From an optimization exercise on the open Yosys and OpenROAD flow, aimed at small area and a short achievable clock period; shortcuts taken in it are not production practice. Function was checked by simulation only, so behaviour that the tests miss may differ from the original. No activity file was given, so power comes from the tool's default toggle rates.

**flow/design.v**
```verilog
module qos_out_arb (
    input  wire        clk,
    input  wire        rst,           
    input  wire [17:0] cfg_level,     
    input  wire [71:0] cfg_weight,    
    input  wire [7:0]  cfg_starve,    
    input  wire        arb_en,        
    input  wire [9:0]  req,           
    input  wire [35:0] req_cells,     
    output wire        gnt_valid,
    output wire [3:0]  gnt_id,
    output wire [15:0] starve_promotions
);
    localparam N = 9;
    reg        [1:0] lvl      [0:N-1];    
    reg        [7:0] used     [0:N-1];
    reg        [3:0] ptr      [0:3];
    reg       [13:0] wait_cnt [0:N-1];    
    reg       [15:0] promo_cnt;
    assign starve_promotions = promo_cnt;
    wire [2*N-1:0] lvl_bus;
    wire    [15:0] ptr_bus;
    wire   [N-1:0] first;          
    reg    [N-1:0] onehot;         
    reg    [N-1:0] passed;
    reg      [3:0] win_next;
    reg      [1:0] win_level;
    integer e;
    genvar g;
    generate
        for (g = 0; g < N; g = g + 1) begin : g_lvl
            assign lvl_bus[2*g +: 2] = lvl[g];
        end
        for (g = 0; g < 4; g = g + 1) begin : g_ptr
            assign ptr_bus[4*g +: 4] = ptr[g];
        end
    endgenerate
    qos_out_arb_pick pick (
        .req(req), .lvl(lvl_bus), .ptr(ptr_bus), .first(first), .gnt_id(gnt_id)
    );
    always @(*) begin
        onehot = first & req[8:0];
        win_next = 4'd0;
        win_level = 2'd0;
        for (e = 0; e < N; e = e + 1)
            if (onehot[e]) begin
                win_next = win_next | ((e + 1) % N);
                win_level = win_level | lvl[e];
            end
        for (e = 0; e < N; e = e + 1)
            passed[e] = first[e] & ~req[e] & (lvl[e] == win_level) & |req[8:0];
    end
    assign gnt_valid = arb_en & |req;
    wire grant_entry = arb_en & ~req[9];    
    reg  [7:0] u_w;
    reg  [7:0] w_w;
    reg  [3:0] c_w;
    reg  [8:0] s;             
    reg  [9:0] t;             
    reg        refill;        
    reg  [4:0] lim;           
    reg  [7:0] used_new;
    always @(*) begin
        u_w = 8'd0;
        w_w = 8'd0;
        c_w = 4'd0;
        for (e = 0; e < N; e = e + 1)
            if (onehot[e]) begin
                u_w = u_w | used[e];
                w_w = w_w | cfg_weight[8*e +: 8];
                c_w = c_w | req_cells[4*e +: 4];
            end
        s = {1'b0, u_w} + {5'd0, c_w} + 9'd1;
        t = {1'b0, s} - {2'b00, w_w};
        refill = ~t[9];
        lim = {1'b0, w_w[3:0]} + 5'd9;
        if (!refill)
            used_new = s[7:0];
        else if (w_w[7:4] == 4'd0 && t[4:0] > lim)
            used_new = {3'd0, lim};
        else
            used_new = {3'd0, t[4:0]};
    end
    wire [13:0] wait_zero = {8'd0 - cfg_starve, 6'd0};
    wire       guard_off = cfg_starve == 8'd0;
    reg  [N-1:0] gi, clr, hit, promo;
    reg  [3:0]   promo_add;
    integer i;
    always @(*) begin
        promo_add = 4'd0;
        for (i = 0; i < N; i = i + 1) begin
            gi[i]    = grant_entry & onehot[i];
            clr[i]   = cfg_level[2*i +: 2] == 2'd0 || guard_off || !req[i];
            hit[i]   = &wait_cnt[i];
            promo[i] = !gi[i] && !clr[i] && hit[i] && lvl[i] != 2'd0;
            promo_add = promo_add + {3'd0, promo[i]};
        end
    end
    always @(posedge clk) begin
        for (i = 0; i < N; i = i + 1) begin
            if (rst || (grant_entry && passed[i]))
                used[i] <= 8'd0;
            else if (gi[i])
                used[i] <= used_new;
            if (rst || gi[i] || clr[i] || hit[i])
                wait_cnt[i] <= wait_zero;
            else
                wait_cnt[i] <= wait_cnt[i] + 14'd1;
            if (rst || gi[i])
                lvl[i] <= cfg_level[2*i +: 2];
            else if (promo[i])
                lvl[i] <= 2'd0;
        end
        for (i = 0; i < 4; i = i + 1)
            if (rst)
                ptr[i] <= 4'd0;
            else if (grant_entry && |onehot && refill && win_level == i)
                ptr[i] <= win_next;
        if (rst)
            promo_cnt <= 16'd0;
        else
            promo_cnt <= promo_cnt + {12'd0, promo_add};
    end
endmodule
module qos_out_arb_pick (
    input  wire [9:0]  req,
    input  wire [17:0] lvl,           
    input  wire [15:0] ptr,           
    output reg  [8:0]  first,         
    output wire [3:0]  gnt_id
);
    localparam N = 9;
    reg  [2:0]   key [0:N-1];
    reg  [N-1:0] beats [0:N-1];    
    reg  [N-1:0] onehot;
    reg  [3:0]   win;
    integer e, j;
    always @(*) begin
        for (e = 0; e < N; e = e + 1)
            key[e] = {lvl[2*e +: 2], e < ptr[4*lvl[2*e +: 2] +: 4]};
        for (e = 0; e < N; e = e + 1)
            for (j = 0; j < N; j = j + 1)
                beats[e][j] = (e < j) ? key[e] <= key[j] : key[e] < key[j];
        for (e = 0; e < N; e = e + 1) begin
            first[e] = 1'b1;
            for (j = 0; j < N; j = j + 1)
                if (j != e && req[j] && !beats[e][j])
                    first[e] = 1'b0;
        end
        onehot = first & req[8:0];
        win = 4'd0;
        for (e = 0; e < N; e = e + 1)
            if (onehot[e])
                win = win | e;
    end
    assign gnt_id = req[9] ? 4'd9 : win;
endmodule
```
**flow/flow/run.sh**
```bash
#!/bin/bash
# The standard layout with these changes:
# * synthesis maps the logic with flow/area.abc, an area-oriented ABC script
#   (flow/synth.tcl is synth_recipe.tcl with the abc call pointed at it), and
#   leaves adders to ABC instead of mapping them to full-adder cells first;
#   the module qos_out_arb_pick (the choice, no registers) is kept apart,
#   mapped for delay with flow/pick.abc,
#   until after ABC, so its logic is mapped on its own, and then flattened
#   as in the standard synthesis; the registers come out of the same steps
#   as in the standard synthesis;
# * each port gets a plain buf_1 instead of the delay buffer buffer_ports picks,
#   and after global placement flow/upsize_ports.tcl makes the buffers of the
#   ports on the request-to-grant path buf_4 (inputs) and buf_2 (outputs);
# * clock tree synthesis uses smaller clock buffers and no dummy loads.
set -uo pipefail
F=$PWD/flow
export MY_ABC_SCRIPT=$F/area.abc
export MY_ABC_PICK_SCRIPT=$F/pick.abc
export SYNTH_KEEP_MODULES=qos_out_arb_pick
export BUFFER_PORTS_ARGS="-buffer_cell sky130_fd_sc_hd__buf_1"
export POST_GLOBAL_PLACE_TCL=$F/upsize_ports.tcl
export CTS_ARGS="-sink_clustering_enable -repair_clock_nets -dont_use_dummy_load -buf_list {sky130_fd_sc_hd__clkbuf_4} -sink_clustering_size 8 -sink_clustering_max_diameter 60"
bash standard.sh SYNTH_SCRIPT=$F/synth.tcl ADDER_MAP_FILE= finish > standard.log 2>&1
```
**flow/flow/area.abc**
```
strash
dc2
&get -n
&dch -f
&nf -R 1000
&put
topo
stime -c
```
**flow/flow/pick.abc**
```
strash
dc2
&get -n
&dch -f
&nf
&put
topo
stime -c
```
**flow/flow/synth.tcl**
```tcl
proc synth {args} { yosys synth -nofsm -noshare {*}$args }
proc abc {args} {
  set i [lsearch -exact $args -script]
  set a_pick $args
  lset a_pick [expr {$i + 1}] $::env(MY_ABC_PICK_SCRIPT)
  set a_rest $args
  lset a_rest [expr {$i + 1}] $::env(MY_ABC_SCRIPT)
  yosys abc {*}$a_pick qos_out_arb_pick
  yosys abc {*}$a_rest qos_out_arb
}
source $::env(SCRIPTS_DIR)/synth.tcl
# left out here: clear keep_hierarchy, flatten, clean up, hide names made inside functions, write 1_2_yosys.v
```
**flow/flow/upsize_ports.tcl**
```tcl
# Port buffers start as buf_1; the ports on the request-to-grant path get stronger ones.
set block [ord::get_db_block]
foreach bterm [$block getBTerms] {
  set name [$bterm getName]
  if {[regexp {^(req\[\d+\]|arb_en)$} $name]} {
    set cell sky130_fd_sc_hd__buf_4
  } elseif {[regexp {^(gnt_id\[\d+\]|gnt_valid)$} $name]} {
    set cell sky130_fd_sc_hd__buf_2
  } else {
    continue
  }
  set net [$bterm getNet]
  foreach iterm [$net getITerms] {
    set inst [$iterm getInst]
    if {[string match "sky130_fd_sc_hd__buf_*" [[$inst getMaster] getName]]} {
      replace_cell [$inst getName] $cell
    }
  }
}
```
**flow/standard.sh**
```bash
#!/bin/bash
# synth_recipe.tcl (not shown) runs the flow's synth.tcl, then flattens the netlist and writes it again
# the make line also repeats each setting of config.mk as NAME=value (left out here)
make -C /OpenROAD-flow-scripts/flow DESIGN_CONFIG=/design/flow/config.mk WORK_HOME=/design/flow/orfs CLKGATE_MAP_FILE= SYNTH_SCRIPT=/design/flow/synth_recipe.tcl "${@:-finish}"
```
**flow/config.mk**
```make
export PLATFORM = sky130hd
export DESIGN_NAME = qos_out_arb
export DESIGN_NICKNAME = qos_out_arb
export VERILOG_FILES = /design/flow/design.v
export SDC_FILE = /design/flow/constraint.sdc
export NUM_CORES = 4
export LEC_CHECK = 0
export CAP_MARGIN = 20
export CORE_MARGIN = 2
export CORE_UTILIZATION = 55
export PLACE_DENSITY = 0.7
export SLEW_MARGIN = 20
```
**flow/constraint.sdc**
```tcl
create_clock -name core_clock -period 26.0 [get_ports {clk}]
set_input_delay 5.2000 -clock core_clock [delete_from_list [all_inputs] [get_ports {clk}]]
set_output_delay 5.2000 -clock core_clock [all_outputs]
set_load 0.01 [all_outputs]
```
==> parameters.txt, run 1 <==
Parameter                              Value

Outcome
  Outcome ... finished clean

Power and ir drop
  Overall power after layout ... 820 uW
  Power dissipated by switching net loads ... 278 uW
  Clock share of power ... 0.224
  Max IR drop VDD ... 0.0000473 V
  Internal power consumption ... 543 uW
  Share of power burned in combinational logic ... 0.258
  Cell Pwr Density ... 56.0 nW/um2
  Leakage power figure ... 5.05 nW
  Power share of the sequential group ... 0.518
  Net switching fraction of the power ... 0.338

Yosys
  Synthesis-stage register bit count ... 248
  Nets in the synthesized netlist ... 1740
  Post-Syn Area per Cell ... 8.25 um2
  Portion of the post-synthesis area used by sequential elements ... 0.391
  Number of distinct library cells after synthesis ... 60
  XOR/XNOR Fraction of Synth Area ... 0.0640
  Post-synth ARST share ... 0
  Main flop type after synthesis ... sky130_fd_sc_hd__dfxtp_1
  Share of synthesized cell area in and, or, nand and nor gates ... 0.246
  Compound-cell area share of the yosys netlist ... 0.275
  Fraction of the mapped netlist area in adder cells ... 0.00838
  Largest family of logic cells by synthesized area ... compound AO/OA/AOI/OAI gates
  Cell area after synthesis ... 13100 um2
  Count of flip-flops with a built-in enable after synthesis ... 18
  Multiplexer area fraction after synthesis ... 0.00428
  Yosys synthesis warning count ... 8
  Synthesized netlist cell count ... 1593

GRT
  Wire length of the first global-routing pass ... 66100 um
  Largest net degree at the start of global routing ... 66
  Number of global-route vias before repair ... 12139
  Global-route total usage across every layer ... 0.339
  Initial antenna violation count ... 1
  GR Overflow Total ... 0

Cells and area
  Layout Nets ... 1967
  Total non-filler cell area in the finished layout ... 14700 um2
  Final Non-Filler Cells ... 2138
  Number of filler cells placed in the layout ... 2153
  Fraction of layout cells with a size suffix above 1 ... 0.0424
  Area Growth Syn to Fin ... 11.5%
  Share of the core filled with cells in the final layout ... 0.624

Routing
  Via density ... 6.46
  Drt total wl ... 44100 um
  Routed wire per std cell ... 20.6 um
  1st-pass router iterations ... 7
  Drt first-iter violations ... 1640
  DRT antenna net count ... 0
  Vias ... 13803
  DRC errors left ... 0

Clock network
  Clock tree sinks ... 248
  # H-tree levels ... 2
  Gates resized, CTS repair ... 0
  Clock-pin slew on the worst setup and hold paths ... 90 ps
  CTS tree ... done
  Clock Latency Late Sink ... 640 ps
  Clock root buffer master ... sky130_fd_sc_hd__clkbuf_4
  Longest Clk Path Bufs ... 3
  Post-CTS setup buffers ... 0
  CTS Hold Bufs ... 0
  Number of CTS-inserted buffers ... 36

Die
  Horizontal die dimension ... 159 um
  Cell Rows ... 56
  Core footprint ... 23500 um2
  DIE AREA ... 25200 um2
  Initial Utilization ... 0.560
  I/O pin count ... 168
  Chip Height ... 159 um

Worst setup path
  Data required time of the worst path ... 20800 ps
  Kind of launch point of the worst setup path ... input port
  CP Class ... input port to primary output
  Category of the worst setup path capture point ... primary output
  Critical path arrival ... 6640 ps
  Maximum fanout count along the critical path ... 10

Timing
  Finish-stage setup viols ... 0
  Fin crit share ... 0.455
  Maximum clock frequency ... 84.5 MHz
  Worst slew margin relative to its limit ... 0.193
  Least-Margin Pin Slew ... 1200 ps
  Minimum period implied by the final worst setup slack ... 11840 ps
  Final Hold Vio Count ... 0
  Slew Viols, Final ... 0
  Fin Setup TNS ... 0 ps
  Final Skew ... 80.2 ps
  RSZ-0062 raised after global routing ... no

Run
  Max Cap Viol ... 0

Placed design
  Half-perimeter wire length after placement ... 31800 um
  Cell Count Post-Placement ... 2101
  Placed cell area ... 14400 um2
  Number of I/O port buffers ... 167

Hold path
  Worst hold-check path type ... flip-flop to flip-flop
logic make-up (layout without fill, tap and decap cells):
kind of cell	Yosys count	in the layout
compound gates	522	522
xor+xnor	96	96
fa+ha+maj	11	11
buf+inv	41	266
flops	248	248
mux	3	3
other cells	0	1
simple gates	672	672
cell usage after synthesis (all sizes together), types with 37 or more instances:
library cell    n  area [um2]
nor2          251         942
clkinv         41         154
nor3           87         435
and2           37         231
dfxtp         230        4600
o21ai          75         375
nand2         110         413
xnor2          56         490
xor2           40         350
a222oi         47         470
o22ai          39         244
a21oi         127         636
a211oi         66         495
and3           63         394
flip-flops by register name (all words and copies together) (netlist names):
signal     flops
used          72
wait_cnt     126
promo_cnt     16
ptr           16
lvl           18
power by group through the flow:
| stage | Clock (mW) | Combinational [mW] | Sequential (mW) |
|---|---|---|---|
| global route | 0.204 | 0.229 | 0.427 |
| finish | 0.183 | 0.212 | 0.425 |
| detailed placement | 0 | 0.205 | 0.433 |
| global placement | 0 | 0.202 | 0.432 |
| floorplan | 0 | 0.140 | 0.425 |
| CTS | 0.189 | 0.206 | 0.424 |
worst max-delay path: stages:
cell	delay (ps)
sky130_fd_sc_hd__buf_4	170
sky130_fd_sc_hd__a22oi_1	180
sky130_fd_sc_hd__o2111a_1	250
sky130_fd_sc_hd__or4b_1	450
sky130_fd_sc_hd__a41oi_1	220
sky130_fd_sc_hd__buf_2	160
placed cells by master, fill, tap and decap left out, drive strengths merged, types with 39 or more instances in the layout:
cell / count
dfxtp: 230
and3: 63
xor2: 40
nand2: 110
nor3: 87
a222oi: 47
a21oi: 127
a211oi: 66
o21ai: 75
nor2: 251
buf: 188
o22ai: 39
xnor2: 56
clkinv: 41
area by class of cell:
type                            instances  area [um2]  area share
Sequential cell                       248        5140       0.351
Multi-Input combinational cell       1304        7850       0.535
Inverter                               41         154      0.0105
Clock buffer                           36         270      0.0184
Antenna cell                            1        2.50    0.000171
Timing Repair Buffer                  189         838      0.0572
Tap cell                              319         399      0.0272
worst paths after layout:
| check | startpoint | cells after the start | to | slack, ps |
|---|---|---|---|---|
| setup / recovery | req[3] | 6 | gnt_id[1] | 14160 |
| hold / removal | wait_cnt[8][0]$_SDFF_PP0_ | 1 | wait_cnt[8][0]$_SDFF_PP0_ | 470 |
| setup reg to reg | lvl[4][1]$_SDFFCE_PN0P_ | 26 | ptr[2][1]$_SDFFE_PP0P_ | 17300 |
| hold reg to reg | wait_cnt[8][0]$_SDFF_PP0_ | 1 | wait_cnt[8][0]$_SDFF_PP0_ | 470 |
metrics by stage:
step	setup WS (ps)	hold slack, ps
2_1_floorplan	14540	430
3_3_place_gp	13870	443
3_5_place_dp	14180	449
4_1_cts	14170	469
5_1_grt	14080	482
6_report	14160	470
modules after synthesis, one instance, submodules excluded:
module	copies in the design	area, um2
qos_out_arb	1	11200
qos_out_arb_pick	1	1910
routing by layer:
layer	vias up	track usage	wire length, um
li1	6546	-	-
met4	0	0.136	1810
met2	783	0.543	19400
met5	-	0	0
met1	6351	0.442	18100
met3	123	0.0827	4810
==> inputs of run 2 (changes only) <==
--- a/flow/flow/run.sh
+++ b/flow/flow/run.sh
@@ -5,4 +5,3 @@
 #   leaves adders to ABC instead of mapping them to full-adder cells first;
-#   the module qos_out_arb_pick (the choice, no registers) is kept apart,
-#   mapped for delay with flow/pick.abc,
+#   the module qos_out_arb_pick (the choice, no registers) is kept apart
 #   until after ABC, so its logic is mapped on its own, and then flattened
@@ -17,3 +16,3 @@
 export MY_ABC_SCRIPT=$F/area.abc
-export MY_ABC_PICK_SCRIPT=$F/pick.abc
+export MY_ABC_PICK_SCRIPT=$F/area.abc
 export SYNTH_KEEP_MODULES=qos_out_arb_pick
removed: flow/flow/pick.abc
==> parameters.txt, run 2 <==
Parameter                              Value

GRT
  Number of global-route vias before repair ... 12231 (+0.76%)
  Wire length of the first global-routing pass ... 66900 um (+1.2%)
  Global-route total usage across every layer ... 0.343 (+0.00382)
  Initial antenna violation count ... 5 (+4)
  Largest net degree at the start of global routing ... 66 (unchanged)
  GR Overflow Total ... 0 (unchanged)

Yosys
  Post-synth top area cell ... sky130_fd_sc_hd__dfxtp_1
  Nets in the synthesized netlist ... 1709 (-1.8%)
  Most frequent cells after synthesis ... sky130_fd_sc_hd__dfxtp_1, sky130_fd_sc_hd__nor2_1, sky130_fd_sc_hd__a21oi_1
  Main flop type after synthesis ... sky130_fd_sc_hd__dfxtp_1
  Portion of the post-synthesis area used by sequential elements ... 0.396 (+0.00506)
  Post-synth ARST share ... 0 (unchanged)
  Synthesized netlist cell count ... 1562 (-1.9%)
  Share of Yosys cell area claimed by the top area cell type ... 0.355 (+0.00452)
  Yosys synthesis warning count ... 8 (unchanged)
  Leading cell type by number of instances after synthesis ... sky130_fd_sc_hd__dfxtp_1
  Post-Syn Area per Cell ... 8.31 um2 (+0.68%)
  Leading post-synthesis cells by cell area ... sky130_fd_sc_hd__dfxtp_1, sky130_fd_sc_hd__nor2_1, sky130_fd_sc_hd__a21oi_1, sky130_fd_sc_hd__a211oi_1, sky130_fd_sc_hd__edfxtp_1
  Number of distinct library cells after synthesis ... 55 (-8.3%)
  Synthesis-stage register bit count ... 248 (unchanged)
  Count of flip-flops with a built-in enable after synthesis ... 18 (unchanged)
  Cell area after synthesis ... 13000 um2 (-1.3%)

Timing
  Fin Setup TNS ... 0 ps (unchanged)
  Least-Margin Pin Slew ... 1230 ps (+33.2 ps)
  Maximum clock frequency ... 83.3 MHz (-1.3%)
  Final Skew ... 119 ps (+38.7 ps)
  Final Hold Vio Count ... 0 (unchanged)
  Fin crit share ... 0.462 (+0.00623)
  Finish-stage setup viols ... 0 (unchanged)
  RSZ-0062 raised after global routing ... no
  Minimum period implied by the final worst setup slack ... 12000 ps (+162 ps)
  Worst slew margin relative to its limit ... 0.169 (-0.0234)
  Slew Viols, Final ... 0 (unchanged)

Die
  Horizontal die dimension ... 158 um (-0.62%)
  Core footprint ... 23300 um2 (-0.60%)
  Cell Rows ... 56 (unchanged)
  Chip Height ... 158 um (-0.62%)
  Initial Utilization ... 0.556 (-0.00382)
  DIE AREA ... 24800 um2 (-1.2%)
  I/O pin count ... 168 (unchanged)

Run
  Max Cap Viol ... 0 (unchanged)

Routing
  DRT antenna net count ... 0 (unchanged)
  Routed wire per std cell ... 20.8 um (+0.59%)
  DRC errors left ... 0 (unchanged)
  Drt first-iter violations ... 1612 (-1.7%)
  WL met1 ... 17600 um (-2.5%)
  Via density ... 6.43 (-0.46%)
  Total met3 wirelength after detailed routing ... 4360 um (-9.2%)
  Vias ... 13579 (-1.6%)
  Highest metal layer with signal wires ... met5
  Routed wire length on met2 ... 19600 um (+1.1%)
  1st-pass router iterations ... 10 (+3)
  Drt total wl ... 43900 um (-0.58%)

Cells and area
  Most common cell after layout, fill and taps aside ... sky130_fd_sc_hd__dfxtp_1
  Max reg flops ... 126 (unchanged)
  Highest-count cells in the layout ignoring fill and taps ... sky130_fd_sc_hd__dfxtp_1, sky130_fd_sc_hd__nor2_1, sky130_fd_sc_hd__buf_1
  Layout Nets ... 1941 (-1.3%)
  Largest registers ranked by flip-flop count ... wait_cnt (126), used (72), lvl (18)
  Area Growth Syn to Fin ... 12.0%
  Final Non-Filler Cells ... 2113 (-1.2%)
  Register ranked first by flip-flop count ... wait_cnt
  Fraction of layout cells with a size suffix above 1 ... 0.0463 (+0.00396)

Clock network
  Post-CTS setup buffers ... 0 (unchanged)
  Clock-pin slew on the worst setup and hold paths ... 60 ps (-30 ps)
  Gates resized, CTS repair ... 0 (unchanged)
  Clock tree sinks ... 248 (unchanged)
  CTS Hold Bufs ... 0 (unchanged)
  Clock root buffer master ... sky130_fd_sc_hd__clkbuf_4
  Clock Latency Late Sink ... 680 ps (+40 ps)
  Longest Clk Path Bufs ... 3 (unchanged)
  CTS tree ... done
  Number of CTS-inserted buffers ... 37 (+2.8%)
  # H-tree levels ... 2 (unchanged)

Power and ir drop
  Leakage power figure ... 5.04 nW (-0.23%)
  Overall power after layout ... 825 uW (+0.63%)
  Cell Pwr Density ... 56.8 nW/um2 (+1.5%)
  Max IR drop VDD ... 0.0000433 V (-8.4%)

Worst setup path
  Maximum fanout count along the critical path ... 12 (+2)
  Kind of launch point of the worst setup path ... input port
  Reg2Reg Capture Point ... ptr[3][1]$_SDFFE_PP0P_
  Category of the worst setup path capture point ... primary output
  Reg-to-reg setup timing slack ... 17300 ps (about the same)
  Critical path arrival ... 6800 ps (+160 ps)
  Reg2Reg Depth ... 28 (+7.7%)
  Data required time of the worst path ... 20800 ps (about the same)
  CP Class ... input port to primary output
  Reg-to-reg critical path startpoint ... lvl[8][0]$_SDFFCE_PN0P_

Placed design
  Cell Count Post-Placement ... 2073 (-1.3%)
  Half-perimeter wire length after placement ... 31100 um (-2.4%)
  Number of I/O port buffers ... 167 (unchanged)

Hold path
  Worst hold start ... wait_cnt[5][0]$_SDFF_PP0_
  Worst hold-check path type ... flip-flop to flip-flop
  Hold path depth ... 1 (unchanged)
  End of the worst hold path ... wait_cnt[5][0]$_SDFF_PP0_

Outcome
  Outcome ... finished clean
-- run 2: cell types whose count changed after synthesis, moves of 10 or more --
cell                       change
sky130_fd_sc_hd__nor2_1       -24
sky130_fd_sc_hd__a211oi_1     +10
sky130_fd_sc_hd__a21oi_1      +17
sky130_fd_sc_hd__o22ai_1      -12
-- run 2: Yosys stat by module, one instance, submodules excluded --
| module | cells inside | area (um2) | times used |
|---|---|---|---|
| qos_out_arb | 1282 | 11200 | 1 |
| qos_out_arb_pick | 280 | 1750 | 1 |
-- run 2: routing by layer --
metal  vias to the layer above  GRT usage
li1                       6430          -
met1                      6232      0.431
met2                       727      0.557
met3                       186     0.0846
met4                         4      0.160
met5                         -          0
-- run 2: worst max-delay path by stage --
stage / start / endpoint / slack [ps] / cells after the start
final: req[1] / gnt_id[2] / 14000 / 8
after global routing: req[1] / gnt_id[2] / 13880 / 8
after detailed placement: req[3] / gnt_id[2] / 14020 / 8
after global placement: req[1] / gnt_id[2] / 13770 / 8
after floorplan: req[3] / gnt_id[1] / 14580 / 6
after CTS: req[1] / gnt_id[2] / 14020 / 8
-- run 2: cell families (layout without fill, tap and decap cells) --
kind of cell / count (synthesis) / after routing / share of synthesized area
and+or+nand+nor: 628 / 628 / 0.232
adders and majority gates: 17 / 17 / 0.0131
DFF: 248 / 248 / 0.396
xor gates and xnor gates: 96 / 96 / 0.0648
buffers and inverters: 42 / 272 / 0.0121
AOI/OAI and AO/OA: 528 / 528 / 0.278
muxes: 3 / 3 / 0.00434
other: 0 / 2 / 0
-- run 2: through the flow --
stage          setup WS [ps]   util  cell area (um2)  hold WS (ps)
4_1_cts                14020  0.622            14500           470
5_1_grt                13880  0.623            14500           489
2_1_floorplan          14580      -            13000           430
6_report               14000  0.623            14500           464
3_5_place_dp           14020  0.610            14200           454
3_3_place_gp           13770  0.608            14200           442
-- run 2: layout make-up --
class                   instances  area (um2)
fillers                      2154        8800
multi-input cells            1272        7680
flip-flops and latches        248        5140
repair buffers                193         868
well taps                     319         399
clock buffers                  37         278
inverters                      42         158
diodes                          2        5.00
-- run 2: where the power goes --
group          total (mW)  switching [mW]  internal, mW
Sequential          0.422          0.0190         0.403
Clock               0.189           0.123        0.0656
Combinational       0.215           0.139        0.0753
-- run 2: worst max-delay path: stages --
cell                       delay, ps
sky130_fd_sc_hd__buf_4           170
sky130_fd_sc_hd__a32o_1          220
sky130_fd_sc_hd__a221oi_1        220
sky130_fd_sc_hd__and3_1          270
sky130_fd_sc_hd__and2_0          210
sky130_fd_sc_hd__a21oi_1          70
sky130_fd_sc_hd__a31oi_1         240
sky130_fd_sc_hd__buf_2           200
==> inputs of run 3 (changes only) <==
--- a/flow/flow/run.sh
+++ b/flow/flow/run.sh
@@ -6,5 +6,5 @@
 #   the module qos_out_arb_pick (the choice, no registers) is kept apart
-#   until after ABC, so its logic is mapped on its own, and then flattened
-#   as in the standard synthesis; the registers come out of the same steps
-#   as in the standard synthesis;
+#   until after ABC, so its logic is mapped on its own, for delay with
+#   flow/pick.abc, and then flattened as in the standard synthesis; the
+#   registers come out of the same steps as in the standard synthesis;
 # * each port gets a plain buf_1 instead of the delay buffer buffer_ports picks,
@@ -16,3 +16,3 @@
 export MY_ABC_SCRIPT=$F/area.abc
-export MY_ABC_PICK_SCRIPT=$F/area.abc
+export MY_ABC_PICK_SCRIPT=$F/pick.abc
 export SYNTH_KEEP_MODULES=qos_out_arb_pick
==> flow/flow/pick.abc (new file) <==
strash
dc2
&get -n
&dch -f
&nf
&put
topo
stime -c
==> parameters.txt, run 3 <==
Parameter                              Value

Timing
  Fin crit share ... 0.455 (-0.00623)
  Maximum clock frequency ... 84.5 MHz (+1.4%)
  Final Hold Vio Count ... 0 (unchanged)
  Fin Setup TNS ... 0 ps (unchanged)
  Minimum period implied by the final worst setup slack ... 11840 ps (-162 ps)
  RSZ-0062 raised after global routing ... no
  Finish-stage setup viols ... 0 (unchanged)
  Final Skew ... 80.2 ps (-38.7 ps)
  Least-Margin Pin Slew ... 1200 ps (-33.2 ps)
  Slew Viols, Final ... 0 (unchanged)
  Worst slew margin relative to its limit ... 0.193 (+0.0234)

Routing
  1st-pass router iterations ... 7 (-3)
  Routed wire per std cell ... 20.6 um (-0.59%)
  Vias ... 13803 (+1.6%)
  Drt first-iter violations ... 1640 (+1.7%)
  Via density ... 6.46 (+0.46%)
  Drt total wl ... 44100 um (+0.59%)
  DRT antenna net count ... 0 (unchanged)
  DRC errors left ... 0 (unchanged)

Yosys
  Nets in the synthesized netlist ... 1740 (+1.8%)
  Post-Syn Area per Cell ... 8.25 um2 (-0.68%)
  Number of distinct library cells after synthesis ... 60 (+9.1%)
  Leading cell type by number of instances after synthesis ... sky130_fd_sc_hd__nor2_1
  Portion of the post-synthesis area used by sequential elements ... 0.391 (-0.00506)
  Cell area after synthesis ... 13100 um2 (+1.3%)
  Synthesis-stage register bit count ... 248 (unchanged)
  Fraction of the mapped netlist area in adder cells ... 0.00838 (-0.00474)
  Compound-cell area share of the yosys netlist ... 0.275 (-0.00287)
  XOR/XNOR Fraction of Synth Area ... 0.0640 (-0.000826)
  Post-synth ARST share ... 0 (unchanged)
  Synthesized netlist cell count ... 1593 (+2.0%)
  Yosys synthesis warning count ... 8 (unchanged)
  Share of synthesized cell area in and, or, nand and nor gates ... 0.246 (+0.0140)
  Leading post-synthesis cells by cell area ... sky130_fd_sc_hd__dfxtp_1, sky130_fd_sc_hd__nor2_1, sky130_fd_sc_hd__a21oi_1, sky130_fd_sc_hd__edfxtp_1, sky130_fd_sc_hd__a211oi_1
  Count of flip-flops with a built-in enable after synthesis ... 18 (unchanged)
  Multiplexer area fraction after synthesis ... 0.00428 (-0.0000553)
  Main flop type after synthesis ... sky130_fd_sc_hd__dfxtp_1
  Largest family of logic cells by synthesized area ... compound AO/OA/AOI/OAI gates
  Post-synth top area cell ... sky130_fd_sc_hd__dfxtp_1
  Most frequent cells after synthesis ... sky130_fd_sc_hd__nor2_1, sky130_fd_sc_hd__dfxtp_1, sky130_fd_sc_hd__a21oi_1
  Share of Yosys cell area claimed by the top area cell type ... 0.350 (-0.00452)

Hold path
  Worst hold-check path type ... flip-flop to flip-flop
  End of the worst hold path ... wait_cnt[8][0]$_SDFF_PP0_
  Hold path depth ... 1 (unchanged)
  Worst hold start ... wait_cnt[8][0]$_SDFF_PP0_

Clock network
  Post-CTS setup buffers ... 0 (unchanged)
  Clock tree sinks ... 248 (unchanged)
  CTS Hold Bufs ... 0 (unchanged)
  Number of CTS-inserted buffers ... 36 (-2.7%)
  Longest Clk Path Bufs ... 3 (unchanged)
  Gates resized, CTS repair ... 0 (unchanged)
  # H-tree levels ... 2 (unchanged)
  Clock root buffer master ... sky130_fd_sc_hd__clkbuf_4
  Clock-pin slew on the worst setup and hold paths ... 90 ps (+30 ps)
  CTS tree ... done
  Clock Latency Late Sink ... 640 ps (-40 ps)

Cells and area
  Layout Nets ... 1967 (+1.3%)
  Max reg flops ... 126 (unchanged)
  Most common cell after layout, fill and taps aside ... sky130_fd_sc_hd__nor2_1
  Final Non-Filler Cells ... 2138 (+1.2%)
  Number of filler cells placed in the layout ... 2153 (-0.046%)
  Highest-count cells in the layout ignoring fill and taps ... sky130_fd_sc_hd__nor2_1, sky130_fd_sc_hd__dfxtp_1, sky130_fd_sc_hd__buf_1
  Area Growth Syn to Fin ... 11.5%
  Fraction of layout cells with a size suffix above 1 ... 0.0424 (-0.00396)
  Combined area of the multi-input logic cells ... 7850 um2 (+2.1%)
  Register ranked first by flip-flop count ... wait_cnt
  Largest registers ranked by flip-flop count ... wait_cnt (126), used (72), lvl (18)
  Register area ... 5140 um2 (unchanged)

Power and ir drop
  Cell Pwr Density ... 56.0 nW/um2 (-1.4%)
  Leakage power figure ... 5.05 nW (+0.23%)
  Overall power after layout ... 820 uW (-0.62%)
  Max IR drop VDD ... 0.0000473 V (+9.2%)

Worst setup path
  Category of the worst setup path capture point ... primary output
  CP Class ... input port to primary output
  Data required time of the worst path ... 20800 ps (about the same)
  Reg-to-reg critical path startpoint ... lvl[4][1]$_SDFFCE_PN0P_
  Reg2Reg Capture Point ... ptr[2][1]$_SDFFE_PP0P_
  Reg2Reg Depth ... 26 (-7.1%)
  Kind of launch point of the worst setup path ... input port
  Reg-to-reg setup timing slack ... 17300 ps (about the same)
  Critical path arrival ... 6640 ps (-160 ps)
  Maximum fanout count along the critical path ... 10 (-2)

Die
  Initial Utilization ... 0.560 (+0.00382)
  Cell Rows ... 56 (unchanged)
  Chip Height ... 159 um (+0.63%)
  DIE AREA ... 25200 um2 (+1.3%)
  Horizontal die dimension ... 159 um (+0.63%)
  I/O pin count ... 168 (unchanged)
  Core footprint ... 23500 um2 (+0.60%)

GRT
  Global-route total usage across every layer ... 0.339 (-0.00382)
  Wire length of the first global-routing pass ... 66100 um (-1.2%)
  Initial antenna violation count ... 1 (-4)
  GR Overflow Total ... 0 (unchanged)
  Number of global-route vias before repair ... 12139 (-0.75%)
  Largest net degree at the start of global routing ... 66 (unchanged)

Placed design
  Number of I/O port buffers ... 167 (unchanged)
  Cell Count Post-Placement ... 2101 (+1.4%)
  Half-perimeter wire length after placement ... 31800 um (+2.5%)

Run
  Max Cap Viol ... 0 (unchanged)

Outcome
  Outcome ... finished clean
run 3: cell types whose count changed in the layout (fill, tap and decap cells not counted), moves of 5 or more:
cell,previous run,this run
sky130_fd_sc_hd__a2111oi_0,2,8
sky130_fd_sc_hd__a211oi_1,76,66
sky130_fd_sc_hd__a21oi_1,144,127
sky130_fd_sc_hd__a311oi_1,4,9
sky130_fd_sc_hd__maj3_1,17,11
sky130_fd_sc_hd__nand2_1,104,110
sky130_fd_sc_hd__nor2_1,227,251
sky130_fd_sc_hd__o211ai_1,17,12
sky130_fd_sc_hd__o21ai_0,81,75
sky130_fd_sc_hd__o22ai_1,27,39
run 3: area by class of cell:
type / count / share of cell area
clock buffers: 36 / 0.0184
diodes: 1 / 0.000171
repair buffers: 189 / 0.0572
well taps: 319 / 0.0272
inverters: 41 / 0.0105
flip-flops and latches: 248 / 0.351
multi-input cells: 1304 / 0.535
run 3: Yosys stat by module (local to each module, per instance):
module / times used / cells inside / flops+latches / cell area, um2
qos_out_arb: 1 / 1282 / 248 / 11200
qos_out_arb_pick: 1 / 311 / 0 / 1910
run 3: critical path: stages:
cell and delay (ps):
sky130_fd_sc_hd__buf_4 170, sky130_fd_sc_hd__a22oi_1 180, sky130_fd_sc_hd__o2111a_1 250, sky130_fd_sc_hd__or4b_1 450, sky130_fd_sc_hd__a41oi_1 220, sky130_fd_sc_hd__buf_2 160
run 3: per-layer routing:
| layer | wire (um) | vias up | global-route usage |
|---|---|---|---|
| met4 | 1810 | 0 | 0.136 |
| met2 | 19400 | 783 | 0.543 |
| met3 | 4810 | 123 | 0.0827 |
| met5 | 0 | - | 0 |
| li1 | - | 6546 | - |
| met1 | 18100 | 6351 | 0.442 |
run 3: worst max path at each step:
stage                     cells past startpoint        end    from
after floorplan                               4  gnt_id[1]  req[3]
after global placement                        5  gnt_id[1]  req[3]
after detailed placement                      6  gnt_id[1]  req[3]
after CTS                                     6  gnt_id[1]  req[3]
after global routing                          6  gnt_id[1]  req[3]
final                                         6  gnt_id[1]  req[3]
run 3: where the power goes:
part / internal [mW] / switching (mW)
combinational: 0.0755 / 0.136
sequential: 0.403 / 0.0221
clock: 0.0641 / 0.119
run 3: logic make-up (layout without fill, tap and decap cells):
family,Yosys count,count (layout)
buf+inv,41,266
other cells,0,1
simple gates,672,672
fa+ha+maj,11,11
compound gates,522,522
mux,3,3
flops,248,248
xor+xnor,96,96
run 3: stage by stage:
stage	cell area, um2	hold WS, ps	util	setup WS (ps)
final	14700	470	0.624	14160
after global routing	14700	482	0.624	14080
after CTS	14700	469	0.624	14170
after detailed placement	14400	449	0.613	14180
after global placement	14300	443	0.611	13870
after floorplan	13100	430	-	14540
==> inputs of run 4 (changes only) <==
==> flow/flow/pick.abc (replaced) <==
strash
dc2
&get -n
&dch -f
&nf
&put
topo
stime -c
upsize -c
dnsize -c
==> parameters.txt, run 4 <==
Parameter                              Value

Cells and area
  Largest registers ranked by flip-flop count ... wait_cnt (126), used (72), lvl (18)
  Fraction of layout cells with a size suffix above 1 ... 0.0479 (+0.00555)
  Register ranked first by flip-flop count ... wait_cnt
  Final Non-Filler Cells ... 2136 (-0.094%)
  Highest-count cells in the layout ignoring fill and taps ... sky130_fd_sc_hd__nor2_1, sky130_fd_sc_hd__dfxtp_1, sky130_fd_sc_hd__buf_1
  Max reg flops ... 126 (unchanged)
  Number of filler cells placed in the layout ... 2157 (+0.19%)
  Area Growth Syn to Fin ... 11.4% (about the same)
  Layout Nets ... 1965 (-0.10%)
  Most common cell after layout, fill and taps aside ... sky130_fd_sc_hd__nor2_1

Yosys
  Multiplexer area fraction after synthesis ... 0.00427 (-0.0000110)
  Compound-cell area share of the yosys netlist ... 0.276 (+0.00176)
  Number of distinct library cells after synthesis ... 70 (+17%)
  Leading post-synthesis cells by cell area ... sky130_fd_sc_hd__dfxtp_1, sky130_fd_sc_hd__nor2_1, sky130_fd_sc_hd__a21oi_1, sky130_fd_sc_hd__edfxtp_1, sky130_fd_sc_hd__a211oi_1
  Cell area after synthesis ... 13200 um2 (+0.26%)
  Yosys synthesis warning count ... 8 (unchanged)
  Largest family of logic cells by synthesized area ... compound AO/OA/AOI/OAI gates
  Post-synth top area cell ... sky130_fd_sc_hd__dfxtp_1
  Post-Syn Area per Cell ... 8.27 um2 (+0.26%)
  Synthesized netlist cell count ... 1593 (unchanged)
  Share of synthesized cell area in and, or, nand and nor gates ... 0.245 (-0.000630)
  Fraction of the mapped netlist area in adder cells ... 0.00845 (+0.0000735)
  Leading cell type by number of instances after synthesis ... sky130_fd_sc_hd__nor2_1
  Synthesis-stage register bit count ... 248 (unchanged)
  XOR/XNOR Fraction of Synth Area ... 0.0638 (-0.000164)
  Count of flip-flops with a built-in enable after synthesis ... 18 (unchanged)
  Nets in the synthesized netlist ... 1740 (unchanged)
  Most frequent cells after synthesis ... sky130_fd_sc_hd__nor2_1, sky130_fd_sc_hd__dfxtp_1, sky130_fd_sc_hd__a21oi_1
  Share of Yosys cell area claimed by the top area cell type ... 0.349 (-0.000898)
  Post-synth ARST share ... 0 (unchanged)
  Portion of the post-synthesis area used by sequential elements ... 0.390 (-0.00100)
  Main flop type after synthesis ... sky130_fd_sc_hd__dfxtp_1

GRT
  Global-route total usage across every layer ... 0.337 (-0.00277)
  Initial antenna violation count ... 1 (unchanged)
  Largest net degree at the start of global routing ... 66 (unchanged)
  GR Overflow Total ... 0 (unchanged)
  Number of global-route vias before repair ... 12819 (+5.6%)
  Wire length of the first global-routing pass ... 68800 um (+4.0%)

Die
  Cell Rows ... 56 (unchanged)
  DIE AREA ... 25200 um2 (+0.25%)
  Core footprint ... 23500 um2 (unchanged)
  Initial Utilization ... 0.562 (+0.00144)
  Horizontal die dimension ... 159 um (+0.12%)
  Chip Height ... 159 um (+0.12%)
  I/O pin count ... 168 (unchanged)

Outcome
  Outcome ... finished clean

Routing
  DRT antenna net count ... 0 (unchanged)
  Vias ... 13837 (+0.25%)
  1st-pass router iterations ... 6 (-1)
  DRC errors left ... 0 (unchanged)
  Drt total wl ... 44000 um (-0.19%)
  Routed wire per std cell ... 20.6 um (about the same)
  Via density ... 6.48 (+0.34%)
  Drt first-iter violations ... 1635 (-0.30%)

Timing
  Maximum clock frequency ... 84.6 MHz (+0.20%)
  Final Hold Vio Count ... 0 (unchanged)
  Slew Viols, Final ... 0 (unchanged)
  Least-Margin Pin Slew ... 1090 ps (-111 ps)
  Worst slew margin relative to its limit ... 0.267 (+0.0745)
  RSZ-0062 raised after global routing ... no
  Fin Setup TNS ... 0 ps (unchanged)
  Finish-stage setup viols ... 0 (unchanged)
  Final Skew ... 69.3 ps (-10.9 ps)
  Fin crit share ... 0.454 (-0.000896)
  Minimum period implied by the final worst setup slack ... 11820 ps (-23.3 ps)

Worst setup path
  Kind of launch point of the worst setup path ... input port
  Kind of cell adding the most delay to the critical path ... simple AND/OR/NAND/NOR gates
  Critical path arrival ... 6620 ps (-20 ps)
  Reg2Reg Depth ... 27 (+3.8%)
  CP Class ... input port to primary output
  Cell type of the slowest stage on the worst timing path ... sky130_fd_sc_hd__nor4_1
  Maximum fanout count along the critical path ... 10 (unchanged)
  CP cell instances ... buf_4, clkinv_1, o22ai_1, nor4_1, a21oi_1, nand4_1, buf_2
  Number of logic stages on the critical path including buffering ... 7 (+1)
  Category of the worst setup path capture point ... primary output
  Data required time of the worst path ... 20800 ps (about the same)
  Worst stage delay on the critical path ... 640 ps (+190 ps)
  CP bufs+invs ... 3 (+1)

Clock network
  Clock root buffer master ... sky130_fd_sc_hd__clkbuf_4
  Clock Latency Late Sink ... 620 ps (-20 ps)
  Longest Clk Path Bufs ... 3 (unchanged)
  Clock tree sinks ... 248 (unchanged)
  Post-CTS setup buffers ... 0 (unchanged)
  CTS tree ... done
  # H-tree levels ... 2 (unchanged)
  Clock-pin slew on the worst setup and hold paths ... 80 ps (about the same)
  Gates resized, CTS repair ... 0 (unchanged)
  Number of CTS-inserted buffers ... 37 (+2.8%)
  CTS Hold Bufs ... 0 (unchanged)

Placed design
  Cell Count Post-Placement ... 2098 (-0.14%)
  Number of I/O port buffers ... 167 (unchanged)
  Half-perimeter wire length after placement ... 31800 um (-0.29%)

Power and ir drop
  Cell Pwr Density ... 56.2 nW/um2 (+0.36%)
  Leakage power figure ... 5.08 nW (+0.65%)
  Max IR drop VDD ... 0.0000501 V (+6.1%)

Run
  Max Cap Viol ... 0 (unchanged)

Hold path
  Worst hold-check path type ... flip-flop to flip-flop
  Hold path depth ... 1 (unchanged)
-- run 4: cells by family (layout without fill, tap and decap cells) --
| group | Yosys count | count (layout) |
|---|---|---|
| flops | 248 | 248 |
| simple gates | 672 | 672 |
| other cells | 0 | 1 |
| compound gates | 522 | 522 |
| xor+xnor | 96 | 96 |
| mux | 3 | 3 |
| buf+inv | 41 | 264 |
| fa+ha+maj | 11 | 11 |
-- run 4: where the power goes --
| part | total (mW) | internal (mW) | switching, mW | leakage (nW) |
|---|---|---|---|---|
| Clock | 0.187 | 0.0657 | 0.121 | 0.170 |
| Sequential | 0.425 | 0.403 | 0.0218 | 2.07 |
| Combinational | 0.213 | 0.0758 | 0.137 | 2.85 |
-- run 4: layout make-up --
class | instances | area, um2 | share of cell area
Tap cell | 319 | 399 | 0.0272
Clock buffer | 37 | 278 | 0.0189
Multi-Input combinational cell | 1304 | 7890 | 0.537
Inverter | 41 | 154 | 0.0105
Timing Repair Buffer | 186 | 818 | 0.0557
Sequential cell | 248 | 5140 | 0.350
Antenna cell | 1 | 2.50 | 0.000170
-- run 4: modules after synthesis, one instance, submodules excluded --
module	flops+latches	cells inside	cell area, um2
qos_out_arb_pick	0	311	1950
qos_out_arb	248	1282	11200
-- run 4: worst paths after layout --
path                                to  slack (ps)                 startpoint
min          wait_cnt[2][0]$_SDFF_PP0_         470  wait_cnt[2][0]$_SDFF_PP0_
max reg2reg     ptr[1][2]$_SDFFE_PP0P_       17380    lvl[2][1]$_SDFFCE_PN0P_
max                          gnt_id[0]       14180                     req[8]
min reg2reg  wait_cnt[2][0]$_SDFF_PP0_         470  wait_cnt[2][0]$_SDFF_PP0_
-- run 4: layer usage --
layer | share of wire | GRT usage | up-vias
met5 | 0 | 0 | -
met4 | 0.046 | 0.153 | 0
met3 | 0.11 | 0.0765 | 147
met2 | 0.44 | 0.538 | 823
met1 | 0.40 | 0.434 | 6340
li1 | - | - | 6527
-- run 4: per-stage QoR --
step / util / setup slack [ps] / hold WS [ps] / total power, mW / cell area (um2)
6_report: 0.626 / 14180 / 466 / 0.825 / 14700
3_5_place_dp: 0.613 / 14220 / 454 / 0.639 / 14400
4_1_cts: 0.625 / 14220 / 472 / 0.822 / 14700
2_1_floorplan: - / 14590 / 430 / 0.566 / 13200
5_1_grt: 0.626 / 14140 / 496 / 0.864 / 14700
3_3_place_gp: 0.611 / 13880 / 440 / 0.635 / 14400
==> inputs of run 5 (changes only) <==
--- a/flow/flow/run.sh
+++ b/flow/flow/run.sh
@@ -11,3 +11,3 @@
 #   and after global placement flow/upsize_ports.tcl makes the buffers of the
-#   ports on the request-to-grant path buf_4 (inputs) and buf_2 (outputs);
+#   ports on the request-to-grant path buf_8 (inputs) and buf_4 (outputs);
 # * clock tree synthesis uses smaller clock buffers and no dummy loads.
==> flow/flow/pick.abc (replaced) <==
strash
dc2
&get -n
&dch -f
&nf
&put
topo
stime -c
--- a/flow/flow/upsize_ports.tcl
+++ b/flow/flow/upsize_ports.tcl
@@ -5,5 +5,5 @@
   if {[regexp {^(req\[\d+\]|arb_en)$} $name]} {
+    set cell sky130_fd_sc_hd__buf_8
+  } elseif {[regexp {^(gnt_id\[\d+\]|gnt_valid)$} $name]} {
     set cell sky130_fd_sc_hd__buf_4
-  } elseif {[regexp {^(gnt_id\[\d+\]|gnt_valid)$} $name]} {
-    set cell sky130_fd_sc_hd__buf_2
   } else {
==> parameters.txt, run 5 <==
Parameter                              Value

Outcome
  Outcome ... finished clean

Clock network
  CTS tree ... done
  Longest Clk Path Bufs ... 3 (unchanged)
  Post-CTS setup buffers ... 0 (unchanged)
  Gates resized, CTS repair ... 0 (unchanged)
  Clock Latency Late Sink ... 640 ps (+20 ps)
  # H-tree levels ... 2 (unchanged)
  Number of CTS-inserted buffers ... 36 (-2.7%)
  Clock-pin slew on the worst setup and hold paths ... 80 ps (about the same)
  Clock root buffer master ... sky130_fd_sc_hd__clkbuf_4
  CTS Hold Bufs ... 0 (unchanged)
  Clock tree sinks ... 248 (unchanged)

Worst setup path
  Data required time of the worst path ... 20800 ps (about the same)
  Maximum fanout count along the critical path ... 10 (unchanged)
  Category of the worst setup path capture point ... primary output
  Reg-to-reg setup timing slack ... 17220 ps (-160 ps)
  Kind of launch point of the worst setup path ... input port
  Critical path arrival ... 6600 ps (-20 ps)
  CP Class ... input port to primary output
  Worst stage delay on the critical path ... 460 ps (-180 ps)
  Cell type of the slowest stage on the worst timing path ... sky130_fd_sc_hd__or4b_1
  CP cell instances ... buf_8, a22oi_1, o2111a_1, or4b_1, a41oi_1, buf_4

Cells and area
  Register ranked first by flip-flop count ... wait_cnt
  Share of the core filled with cells in the final layout ... 0.628 (+0.00283)
  Layout Nets ... 1967 (+0.10%)
  Most common cell after layout, fill and taps aside ... sky130_fd_sc_hd__nor2_1
  Highest-count cells in the layout ignoring fill and taps ... sky130_fd_sc_hd__nor2_1, sky130_fd_sc_hd__dfxtp_1, sky130_fd_sc_hd__buf_1
  Fraction of layout cells with a size suffix above 1 ... 0.0424 (-0.00555)
  Max reg flops ... 126 (unchanged)
  Largest registers ranked by flip-flop count ... wait_cnt (126), used (72), lvl (18)
  Area Growth Syn to Fin ... 12.2%

Timing
  Slew Viols, Final ... 0 (unchanged)
  Least-Margin Pin Slew ... 1120 ps (+30.0 ps)
  Worst slew margin relative to its limit ... 0.247 (-0.0202)
  Minimum period implied by the final worst setup slack ... 11800 ps (-12.0 ps)
  Final Hold Vio Count ... 0 (unchanged)
  Final Skew ... 66.8 ps (-2.47 ps)
  Maximum clock frequency ... 84.7 MHz (+0.10%)
  Finish-stage setup viols ... 0 (unchanged)
  Fin Setup TNS ... 0 ps (unchanged)
  RSZ-0062 raised after global routing ... no
  Fin crit share ... 0.454 (-0.000462)

Die
  Initial Utilization ... 0.560 (-0.00144)
  Cell Rows ... 56 (unchanged)
  Core footprint ... 23500 um2 (unchanged)
  Horizontal die dimension ... 159 um (-0.12%)
  DIE AREA ... 25200 um2 (-0.25%)
  I/O pin count ... 168 (unchanged)
  Chip Height ... 159 um (-0.12%)

GRT
  Number of global-route vias before repair ... 12223 (-4.6%)
  Initial antenna violation count ... 1 (unchanged)
  GR Overflow Total ... 0 (unchanged)
  Wire length of the first global-routing pass ... 67200 um (-2.4%)
  Global-route total usage across every layer ... 0.344 (+0.00754)
  Largest net degree at the start of global routing ... 66 (unchanged)

Run
  Max Cap Viol ... 0 (unchanged)

Routing
  DRC errors left ... 0 (unchanged)
  DRT antenna net count ... 0 (unchanged)
  Drt first-iter violations ... 1671 (+2.2%)
  Vias ... 13714 (-0.89%)
  Routed wire per std cell ... 20.7 um (+0.50%)
  Drt total wl ... 44300 um (+0.59%)
  Via density ... 6.41 (-0.98%)
  1st-pass router iterations ... 8 (+2)

Yosys
  Nets in the synthesized netlist ... 1740 (unchanged)
  Post-Syn Area per Cell ... 8.25 um2 (-0.26%)
  Synthesized netlist cell count ... 1593 (unchanged)
  Main flop type after synthesis ... sky130_fd_sc_hd__dfxtp_1
  Fraction of the mapped netlist area in adder cells ... 0.00838 (-0.0000735)
  Portion of the post-synthesis area used by sequential elements ... 0.391 (+0.00100)
  Yosys synthesis warning count ... 8 (unchanged)
  Most frequent cells after synthesis ... sky130_fd_sc_hd__nor2_1, sky130_fd_sc_hd__dfxtp_1, sky130_fd_sc_hd__a21oi_1
  Largest family of logic cells by synthesized area ... compound AO/OA/AOI/OAI gates
  Share of Yosys cell area claimed by the top area cell type ... 0.350 (+0.000898)
  Multiplexer area fraction after synthesis ... 0.00428 (+0.0000110)
  Compound-cell area share of the yosys netlist ... 0.275 (-0.00176)
  Leading post-synthesis cells by cell area ... sky130_fd_sc_hd__dfxtp_1, sky130_fd_sc_hd__nor2_1, sky130_fd_sc_hd__a21oi_1, sky130_fd_sc_hd__edfxtp_1, sky130_fd_sc_hd__a211oi_1
  Cell area after synthesis ... 13100 um2 (-0.26%)
  Share of synthesized cell area in and, or, nand and nor gates ... 0.246 (+0.000630)
  XOR/XNOR Fraction of Synth Area ... 0.0640 (+0.000164)
  Number of distinct library cells after synthesis ... 60 (-14%)
  Synthesis-stage register bit count ... 248 (unchanged)
  Count of flip-flops with a built-in enable after synthesis ... 18 (unchanged)
  Leading cell type by number of instances after synthesis ... sky130_fd_sc_hd__nor2_1
  Post-synth ARST share ... 0 (unchanged)
  Post-synth top area cell ... sky130_fd_sc_hd__dfxtp_1

Placed design
  Half-perimeter wire length after placement ... 31800 um (+0.24%)
  Number of I/O port buffers ... 167 (unchanged)

Power and ir drop
  Cell Pwr Density ... 55.7 nW/um2 (-0.75%)
  Leakage power figure ... 5.08 nW (about the same)
  Net switching fraction of the power ... 0.338 (-0.00162)
  Share of power burned in combinational logic ... 0.260 (+0.002)
  Power share of the sequential group ... 0.517 (+0.002)
  Clock share of power ... 0.223 (-0.004)
  Power dissipated by switching net loads ... 278 uW (-0.77%)
  Max IR drop VDD ... 0.0000455 V (-9.3%)
  Internal power consumption ... 544 uW (about the same)

Hold path
  Worst hold-check path type ... flip-flop to flip-flop
==> run 5: final timing paths <==
path                             start  depth (start not counted)                   endpoint
max                             req[3]                          6                  gnt_id[1]
min          wait_cnt[4][0]$_SDFF_PP0_                          1  wait_cnt[4][0]$_SDFF_PP0_
max reg2reg    lvl[4][1]$_SDFFCE_PN0P_                         26     ptr[2][3]$_SDFFE_PP0P_
min reg2reg  wait_cnt[4][0]$_SDFF_PP0_                          1  wait_cnt[4][0]$_SDFF_PP0_
==> run 5: layout make-up <==
cell class	instances	area, um2
Tap cell	319	399
Sequential cell	248	5140
Fill cell	2146	8720
Multi-Input combinational cell	1304	7850
Timing Repair Buffer	189	933
Inverter	41	154
Clock buffer	36	270
Antenna cell	1	2.50
==> run 5: modules after synthesis, one instance, submodules excluded <==
module	copies in the design	cells	cell area (um2)	flops+latches
qos_out_arb	1	1282	11200	248
qos_out_arb_pick	1	311	1910	0
==> run 5: critical path, delay by kind of cell <==
| family | cells | cell delay, ps |
|---|---|---|
| AO/OA/AOI/OAI | 3 | 660 |
| buffers and inverters | 2 | 280 |
| AND/OR/NAND/NOR | 1 | 460 |
==> run 5: cells by family (layout without fill, tap and decap cells) <==
kind of cell / Yosys count / in the layout
flops: 248 / 248
simple gates: 672 / 672
compound gates: 522 / 522
other cells: 0 / 1
fa+ha+maj: 11 / 11
mux: 3 / 3
buf+inv: 41 / 266
xor+xnor: 96 / 96
==> run 5: power by group through the flow <==
| stage | registers, mW | logic, mW | clock network (mW) |
|---|---|---|---|
| after floorplan | 0.425 | 0.140 | 0 |
| after global placement | 0.432 | 0.202 | 0 |
| after detailed placement | 0.433 | 0.207 | 0 |
| after CTS | 0.424 | 0.208 | 0.189 |
| after global routing | 0.427 | 0.231 | 0.203 |
| final | 0.425 | 0.214 | 0.184 |
==> run 5: metrics by stage <==
stage	cells	total power, mW	hold slack (ps)	instance area [um2]	worst slack [ps]
2_1_floorplan	1593	0.565	430	13100	14540
3_3_place_gp	2100	0.634	443	14300	13870
3_5_place_dp	2101	0.640	449	14500	14200
4_1_cts	2137	0.821	469	14700	14200
5_1_grt	2138	0.861	481	14800	14130
6_report	2138	0.822	468	14800	14200
==> run 5: routing by layer <==
| metal | track usage | routed length, um | vias to the layer above |
|---|---|---|---|
| met1 | 0.447 | 17900 | 6287 |
| met3 | 0.0969 | 5240 | 128 |
| met5 | 0 | 0 | - |
| met2 | 0.529 | 19000 | 744 |
| li1 | - | - | 6555 |
| met4 | 0.164 | 2130 | 0 |

[separate check: timing with driven ports]
The results above use ideal ports. As a check the final layouts listed here were re-extracted and re-timed, cells and wires unchanged. Step 1 sets driving cells, clkbuf_16 on the clock port and buf_2 on the other inputs (assumed; they add their load-dependent delay and slew). Step 2, shift: input delay + t, output delay - t, t = (earliest + latest rising clock arrival at the registers) / 2. This alone moves slack from input paths to output paths. Slacks: ideal / step 1 / step 2; pairs: ideal / step 1.
| run | t, ns | setup WS [ns] | worst setup path after step 2 |
|---|---|---|---|
| run 1 | 0.645 | 14.161 / 14.134 / 14.134 | input to output |
| run 2 | 0.664 | 13.999 / 13.977 / 13.977 | input to output |
| run 3 | 0.645 | 14.161 / 14.134 / 14.134 | input to output |
| run 4 | 0.622 | 14.184 / 14.161 / 14.161 | input to output |
| run 5 | 0.649 | 14.196 / 14.150 / 14.150 | input to output |
After both steps setup and hold are still met in every run listed. The setup slack of run 5, which loses most, moves by -0.046 ns with the drivers and by -0.046 ns with both steps.
